This design comes from an exercise in tuning for small area, a short achievable clock period and few clock cycles per item on the open sky130 flow, not from production work. At most, simulation tests tie the RTL to the original design; equivalence was not proved. Power figures rest on the tool's default switching activity, not on a simulated workload.

==> flow/design.v <==
module can_fd_tx (
    input  wire        clk,
    input  wire        rst,
    input  wire        wr_en,
    input  wire [5:0]  wr_addr,
    input  wire [7:0]  wr_data,
    input  wire        start,
    input  wire [28:0] ident,
    input  wire        ide,
    input  wire        rtr,
    input  wire        fdf,
    input  wire        brs,
    input  wire        esi,
    input  wire [3:0]  dlc,
    output reg         busy,
    output wire        tx_valid,
    input  wire        tx_ready,
    output reg         tx_bit,
    output reg  [4:0]  tx_field,
    output reg         tx_stuff,
    output reg         tx_fast,
    output reg         tx_last
);
    localparam [4:0] F_SOF         = 5'h00;
    localparam [4:0] F_BASE_ID     = 5'h01;
    localparam [4:0] F_RTR_SRR     = 5'h02;
    localparam [4:0] F_IDE         = 5'h03;
    localparam [4:0] F_EXT_ID      = 5'h04;
    localparam [4:0] F_RTR2        = 5'h05;
    localparam [4:0] F_FDF         = 5'h06;
    localparam [4:0] F_RES         = 5'h07;
    localparam [4:0] F_BRS         = 5'h08;
    localparam [4:0] F_ESI         = 5'h09;
    localparam [4:0] F_DLC         = 5'h0A;
    localparam [4:0] F_DATA        = 5'h0B;
    localparam [4:0] F_STUFF_COUNT = 5'h0C;
    localparam [4:0] F_CRC         = 5'h0D;
    localparam [4:0] F_CRC_DELIM   = 5'h0E;
    localparam [4:0] F_ACK         = 5'h0F;
    localparam [4:0] F_ACK_DELIM   = 5'h10;
    localparam [4:0] F_EOF         = 5'h11;
    localparam HDR  = 0;    
    localparam DATA = 1;
    localparam CRC  = 2;    
    localparam FDC  = 3;    
    localparam TAIL = 4;    
    localparam [20:0] PM15 = 21'h4599 << 6;
    localparam [20:0] PM17 = 21'h1685B << 4;
    localparam [20:0] PM21 = 21'h102899;
    reg [511:0] buffer;     
    reg [7:0]   w_row;
    reg [7:0]   w_col;
    reg [7:0]   w_data;
    integer     k;
    always @(posedge clk) begin
        w_row  <= (wr_en && !busy) ? (8'd1 << wr_addr[5:3]) : 8'd0;
        w_col  <= 8'd1 << wr_addr[2:0];
        w_data <= wr_data;
        for (k = 0; k < 64; k = k + 1)
            if (w_row[k / 8] && w_col[k % 8])
                buffer[8 * k +: 8] <= w_data;
    end
    assign tx_valid = busy;
    reg [39:0] hsr;
    reg        h_ide;
    reg        h_fdf;
    reg        h_brs;      
    reg        h_wide;     
    wire accept = start && !busy;
    wire        rtr_s = rtr & ~fdf;
    wire [10:0] base  = ide ? ident[28:18] : ident[10:0];
    wire [7:0]  tl_b  = fdf ? {1'b1, 1'b0, brs, esi, dlc} : {1'b0, dlc, 3'b000};
    wire [7:0]  tl_e  = fdf ? {1'b1, 1'b0, brs, esi, dlc} : {2'b00, dlc, 2'b00};
    wire [39:0] hload = {base, ide | rtr_s, ide,
                         ide ? ident[17:10] : tl_b,
                         ident[9:0], rtr_s, tl_e};
    reg [5:0] lm1;
    reg       len0;        
    reg [5:0] lm1_in;
    always @* begin
        lm1_in = {2'b00, dlc} - 6'd1;
        if (fdf) begin
            case (dlc)
                4'd9:  lm1_in = 6'd11;
                4'd10: lm1_in = 6'd15;
                4'd11: lm1_in = 6'd19;
                4'd12: lm1_in = 6'd23;
                4'd13: lm1_in = 6'd31;
                4'd14: lm1_in = 6'd47;
                4'd15: lm1_in = 6'd63;
                default: ;
            endcase
        end else if (dlc[3])
            lm1_in = 6'd7;
    end
    reg [15:0] a_lm;        
    reg [3:0]  a_hi;        
    reg [7:0] p0, p1;
    reg       lastbyte;     
    reg [7:0] rd0, rd1;
    integer i;
    always @* begin
        rd0 = 8'd0;
        rd1 = 8'd0;
        for (i = 0; i < 32; i = i + 1) begin
            if (a_hi[i / 16] && a_lm[i % 16])
                rd0 = rd0 | buffer[8 * i +: 8];
            if (a_hi[2 + i / 16] && a_lm[i % 16])
                rd1 = rd1 | buffer[8 * (32 + i) +: 8];
        end
    end
    always @(posedge clk) begin
        p0 <= rd0;
        p1 <= rd1;
    end
    wire [7:0] nbyte = p0 | p1;
    wire [15:0] l_lm = 16'd1 << lm1[3:0];
    wire [3:0]  l_hi = 4'b0001 << lm1[5:4];
    wire at_last = |(a_lm & l_lm) && |(a_hi & l_hi);
    reg [4:0]  st;          
    reg        h_last;      
    reg [5:0]  cnt;         
    reg [2:0]  run;         
    reg        stuff_due;   
    reg [2:0]  stuff_cnt;   
    reg [20:0] crc;
    wire [2:0]  sc_gray = stuff_cnt ^ (stuff_cnt >> 1);
    wire [3:0]  sc_bits = {sc_gray, ^sc_gray};
    wire [20:0] pmask   = h_fdf ? (h_wide ? PM21 : PM17) : PM15;
    reg [4:0] h_fld;
    reg       h_end;
    reg       h_fast;
    always @* begin
        if (cnt <= 6'd10)      h_fld = F_BASE_ID;
        else if (cnt == 6'd11) h_fld = F_RTR_SRR;
        else if (cnt == 6'd12) h_fld = F_IDE;
        else if (h_ide) begin
            if (cnt <= 6'd30)      h_fld = F_EXT_ID;
            else if (cnt == 6'd31) h_fld = F_RTR2;
            else if (cnt == 6'd32) h_fld = F_FDF;
            else if (cnt == 6'd33) h_fld = F_RES;
            else if (cnt == 6'd34) h_fld = h_fdf ? F_BRS : F_DLC;
            else if (cnt == 6'd35) h_fld = h_fdf ? F_ESI : F_DLC;
            else                   h_fld = F_DLC;
        end else begin
            if (cnt == 6'd13)      h_fld = F_FDF;
            else if (cnt == 6'd14) h_fld = h_fdf ? F_RES : F_DLC;
            else if (cnt == 6'd15) h_fld = h_fdf ? F_BRS : F_DLC;
            else if (cnt == 6'd16) h_fld = h_fdf ? F_ESI : F_DLC;
            else                   h_fld = F_DLC;
        end
        h_end  = (cnt == (h_ide ? (h_fdf ? 6'd38 : 6'd36) : (h_fdf ? 6'd19 : 6'd16)));
        h_fast = h_brs && (cnt >= (h_ide ? 6'd35 : 6'd16));
    end
    wire fd_fsb  = (cnt[2:0] == 3'd0);
    wire fd_sc   = (cnt[5:3] == 3'd0);
    wire fd_end  = (cnt[2:0] == 3'd1) && (cnt[5:3] == (h_wide ? 3'd6 : 3'd5));
    wire d_end   = (cnt[2:0] == 3'd7);           
    wire c_end   = (cnt[3:0] == 4'd14);          
    wire t_last  = (cnt[3:0] == 4'd9);           
    wire from_hsr = st[HDR] || st[DATA] || (st[FDC] && fd_sc && !fd_fsb);
    wire from_crc = st[CRC] || (st[FDC] && !fd_sc && !fd_fsb);
    wire is_fsb   = st[FDC] && fd_fsb;
    wire g_lvl    = from_hsr ? hsr[39] : from_crc ? crc[20] : is_fsb ? ~tx_bit : 1'b1;
    wire dyn_last = (st[HDR] && h_last && len0) || (st[DATA] && d_end && lastbyte);
    wire g_dyn    = st[HDR] || st[DATA] || st[CRC];
    wire g_crc    = st[HDR] || st[DATA] || (st[FDC] && fd_sc && !fd_fsb);
    wire g_ld     = (st[HDR] && h_last && !len0) || (st[DATA] && d_end && !lastbyte);
    reg [4:0] g_fld;
    always @* begin
        g_fld = F_EOF;
        if (st[HDR])  g_fld = h_fld;
        if (st[DATA]) g_fld = F_DATA;
        if (st[CRC])  g_fld = F_CRC;
        if (st[FDC])  g_fld = (fd_sc || (cnt[5:3] == 3'd1 && fd_fsb)) ? F_STUFF_COUNT : F_CRC;
        if (st[TAIL])
            case (cnt[3:0])
                4'd0:    g_fld = F_CRC_DELIM;
                4'd1:    g_fld = F_ACK;
                4'd2:    g_fld = F_ACK_DELIM;
                default: g_fld = F_EOF;
            endcase
    end
    wire g_fast = (st[HDR] && h_fast) || ((st[DATA] || st[FDC]) && h_brs);
    wire load = busy && tx_ready && !tx_last;
    wire gen  = load && !stuff_due;
    wire        c_in   = stuff_due ? ~tx_bit : hsr[39];
    wire [20:0] crc_st = {crc[19:0], 1'b0} ^ ((c_in ^ crc[20]) ? pmask : 21'd0);
    wire [2:0] g_run = (g_lvl != tx_bit) ? 3'd1 : run + 3'd1;
    always @(posedge clk) begin
        if (rst) begin
            busy <= 1'b0;
        end else if (accept) begin
            busy <= 1'b1;
        end else if (busy && tx_ready && tx_last) begin
            busy <= 1'b0;
        end
    end
    always @(posedge clk) begin
        if (accept) begin
            hsr       <= hload;
            h_ide     <= ide;
            h_fdf     <= fdf;
            len0      <= fdf ? (dlc == 4'd0) : (rtr || dlc == 4'd0);
            h_last    <= 1'b0;
            h_brs     <= fdf & brs;
            h_wide    <= fdf & (dlc > 4'd10);
            lm1       <= lm1_in;
            tx_bit    <= 1'b0;
            tx_field  <= F_SOF;
            tx_stuff  <= 1'b0;
            tx_fast   <= 1'b0;
            tx_last   <= 1'b0;
            st        <= 5'b00001;
            cnt       <= 6'd0;
            a_lm      <= 16'd1;
            a_hi      <= 4'b0001;
            run       <= 3'd1;
            stuff_due <= 1'b0;
            stuff_cnt <= 3'd0;
            crc       <= fdf ? ((dlc > 4'd10) ? PM21 : PM17) : 21'd0;
        end else if (load) begin
            if (stuff_due) begin
                tx_bit    <= ~tx_bit;
                tx_stuff  <= 1'b1;
                tx_fast   <= g_fast;
                run       <= 3'd1;
                stuff_due <= 1'b0;
                stuff_cnt <= stuff_cnt + 3'd1;
                if (h_fdf)
                    crc <= crc_st;
            end else begin
                tx_bit    <= g_lvl;
                tx_field  <= g_fld;
                tx_stuff  <= is_fsb;
                tx_fast   <= g_fast;
                tx_last   <= st[TAIL] && t_last;
                run       <= g_run;
                stuff_due <= g_dyn && !(dyn_last && h_fdf) && (g_run == 3'd5);
                cnt <= cnt + 6'd1;
                if (st[HDR] && h_last) begin
                    cnt <= 6'd0;
                    st  <= !len0 ? 5'b00010 : h_fdf ? 5'b01000 : 5'b00100;
                end
                if (st[DATA] && d_end)
                    cnt <= 6'd0;
                if (st[DATA] && d_end && lastbyte) begin
                    st  <= h_fdf ? 5'b01000 : 5'b00100;
                end
                if (st[CRC] && c_end) begin
                    cnt <= 6'd0;
                    st  <= 5'b10000;
                end
                if (st[FDC] && cnt[2:0] == 3'd4)
                    cnt <= {cnt[5:3] + 3'd1, 3'b000};
                if (st[FDC] && fd_end) begin
                    cnt <= 6'd0;
                    st  <= 5'b10000;
                end
                h_last <= h_end;
                hsr <= {hsr[38:0], 1'b0};
                if (g_ld) begin
                    hsr[39:32] <= nbyte;
                    lastbyte   <= at_last;
                    a_lm       <= {a_lm[14:0], a_lm[15]};
                    if (a_lm[15])
                        a_hi <= {a_hi[2:0], a_hi[3]};
                end
                if (dyn_last && h_fdf)
                    hsr[38:35] <= sc_bits;
                if (g_crc)
                    crc <= crc_st;
                else if (!is_fsb)
                    crc <= {crc[19:0], 1'b0};
            end
        end
    end
endmodule
Settings: LEC_CHECK=0, ABC_CLOCK_PERIOD_IN_PS=2200, CAP_MARGIN=20, CORE_MARGIN=2, CORE_UTILIZATION=40, CTS_CLUSTER_DIAMETER=150, CTS_CLUSTER_SIZE=22, PLACE_DENSITY=0.6, SETUP_SLACK_MARGIN=2.8, SLEW_MARGIN=20; clock period 5.0 ns.
run.sh (not shown) runs the stock make flow with config.mk's settings and CLKGATE_MAP_FILE= SYNTH_SCRIPT=/design/flow/synth_recipe.tcl, a recipe that flattens the netlist after the stock synthesis.
Testbench counts at the start, summed over its fixed seeds: cycles 52,801, bits 49,405.
==> next run, changes <==
--- a/flow/design.v
+++ b/flow/design.v
@@ -76,25 +76,32 @@
                          ident[9:0], rtr_s, tl_e};
     reg [5:0] lm1;
     reg       len0;        
     reg [5:0] lm1_in;
     always @* begin
-        lm1_in = {2'b00, dlc} - 6'd1;
-        if (fdf) begin
-            case (dlc)
-                4'd9:  lm1_in = 6'd11;
-                4'd10: lm1_in = 6'd15;
-                4'd11: lm1_in = 6'd19;
-                4'd12: lm1_in = 6'd23;
-                4'd13: lm1_in = 6'd31;
-                4'd14: lm1_in = 6'd47;
-                4'd15: lm1_in = 6'd63;
-                default: ;
-            endcase
-        end else if (dlc[3])
-            lm1_in = 6'd7;
-    end
+        case ({fdf, dlc})
+            5'h00, 5'h10: lm1_in = 6'd0;    
+            5'h09, 5'h0A, 5'h0B, 5'h0C,
+            5'h0D, 5'h0E, 5'h0F: lm1_in = 6'd7;
+            5'h19: lm1_in = 6'd11;
+            5'h1A: lm1_in = 6'd15;
+            5'h1B: lm1_in = 6'd19;
+            5'h1C: lm1_in = 6'd23;
+            5'h1D: lm1_in = 6'd31;
+            5'h1E: lm1_in = 6'd47;
+            5'h1F: lm1_in = 6'd63;
+            5'h01, 5'h11: lm1_in = 6'd0;
+            5'h02, 5'h12: lm1_in = 6'd1;
+            5'h03, 5'h13: lm1_in = 6'd2;
+            5'h04, 5'h14: lm1_in = 6'd3;
+            5'h05, 5'h15: lm1_in = 6'd4;
+            5'h06, 5'h16: lm1_in = 6'd5;
+            5'h07, 5'h17: lm1_in = 6'd6;
+            default: lm1_in = 6'd7;    
+        endcase
+    end
+    wire wide_in = fdf & dlc[3] & (dlc[2] | (dlc[1] & dlc[0]));    
     reg [15:0] a_lm;        
     reg [3:0]  a_hi;        
     reg [7:0] p0, p1;
     reg       lastbyte;     
     reg [7:0] rd0, rd1;
@@ -195,18 +202,18 @@
         end else if (busy && tx_ready && tx_last) begin
             busy <= 1'b0;
         end
     end
     always @(posedge clk) begin
-        if (accept) begin
+        if (!busy) begin
             hsr       <= hload;
             h_ide     <= ide;
             h_fdf     <= fdf;
             len0      <= fdf ? (dlc == 4'd0) : (rtr || dlc == 4'd0);
             h_last    <= 1'b0;
             h_brs     <= fdf & brs;
-            h_wide    <= fdf & (dlc > 4'd10);
+            h_wide    <= wide_in;
             lm1       <= lm1_in;
             tx_bit    <= 1'b0;
             tx_field  <= F_SOF;
             tx_stuff  <= 1'b0;
             tx_fast   <= 1'b0;
@@ -216,11 +223,11 @@
             a_lm      <= 16'd1;
             a_hi      <= 4'b0001;
             run       <= 3'd1;
             stuff_due <= 1'b0;
             stuff_cnt <= 3'd0;
-            crc       <= fdf ? ((dlc > 4'd10) ? PM21 : PM17) : 21'd0;
+            crc       <= fdf ? (wide_in ? PM21 : PM17) : 21'd0;
         end else if (load) begin
             if (stuff_due) begin
                 tx_bit    <= ~tx_bit;
                 tx_stuff  <= 1'b1;
                 tx_fast   <= g_fast;
After rerunning: Global-route usage went down by 0.67 points. Combinational power shrinks by about a fifth. Hold slack got worse by 0.0064 ns. Core utilization fell by 0.66 points. Setup slack got worse by 0.0035 ns. Total power came out lower slightly. Non-clock buffer count is lower by 40. First-iteration DRC count shrinks by about a fifth. Final cell count falls by a few percent. Cell area came out lower slightly. Clock power went down slightly. Via count drops by a few percent. Clock skew hardly moves.
No functional check of the RTL was part of the second run of this note.

[afterwards: timing with drivers on the ports]
Ports are ideal in the flow. The routed layouts listed here were re-timed in OpenROAD.
Step 1 (the two cells are an assumption about what drives the block):
set clk [get_ports {clk}]
set_driving_cell -lib_cell sky130_fd_sc_hd__clkbuf_16 $clk
set_driving_cell -lib_cell sky130_fd_sc_hd__buf_2 [delete_from_list [all_inputs] $clk]
Step 2 times the ports against the registers' clock, not the clock port: input delays grow and output delays shrink by t, the midpoint of the rising clock arrivals with the driver on.
a / b / c = ideal / step 1 / step 2; a / b = the first two.
run	t, ns	setup slack, ns	worst hold slack (ns)	slew at the worst register clock pin (ns)	pins driven straight from the clock port
the first run	0.647	2.774 / 2.764 / 2.201	0.477 / 0.477 / 0.477	0.11 / 0.11	1
the second run	0.639	2.771 / 2.748 / 2.368	0.471 / 0.471 / 0.471	0.10 / 0.10	1
After both steps every run listed still meets setup and hold. For the first run, which loses most, drivers alone change the setup slack by -0.010 ns; drivers and shift together by -0.573 ns.
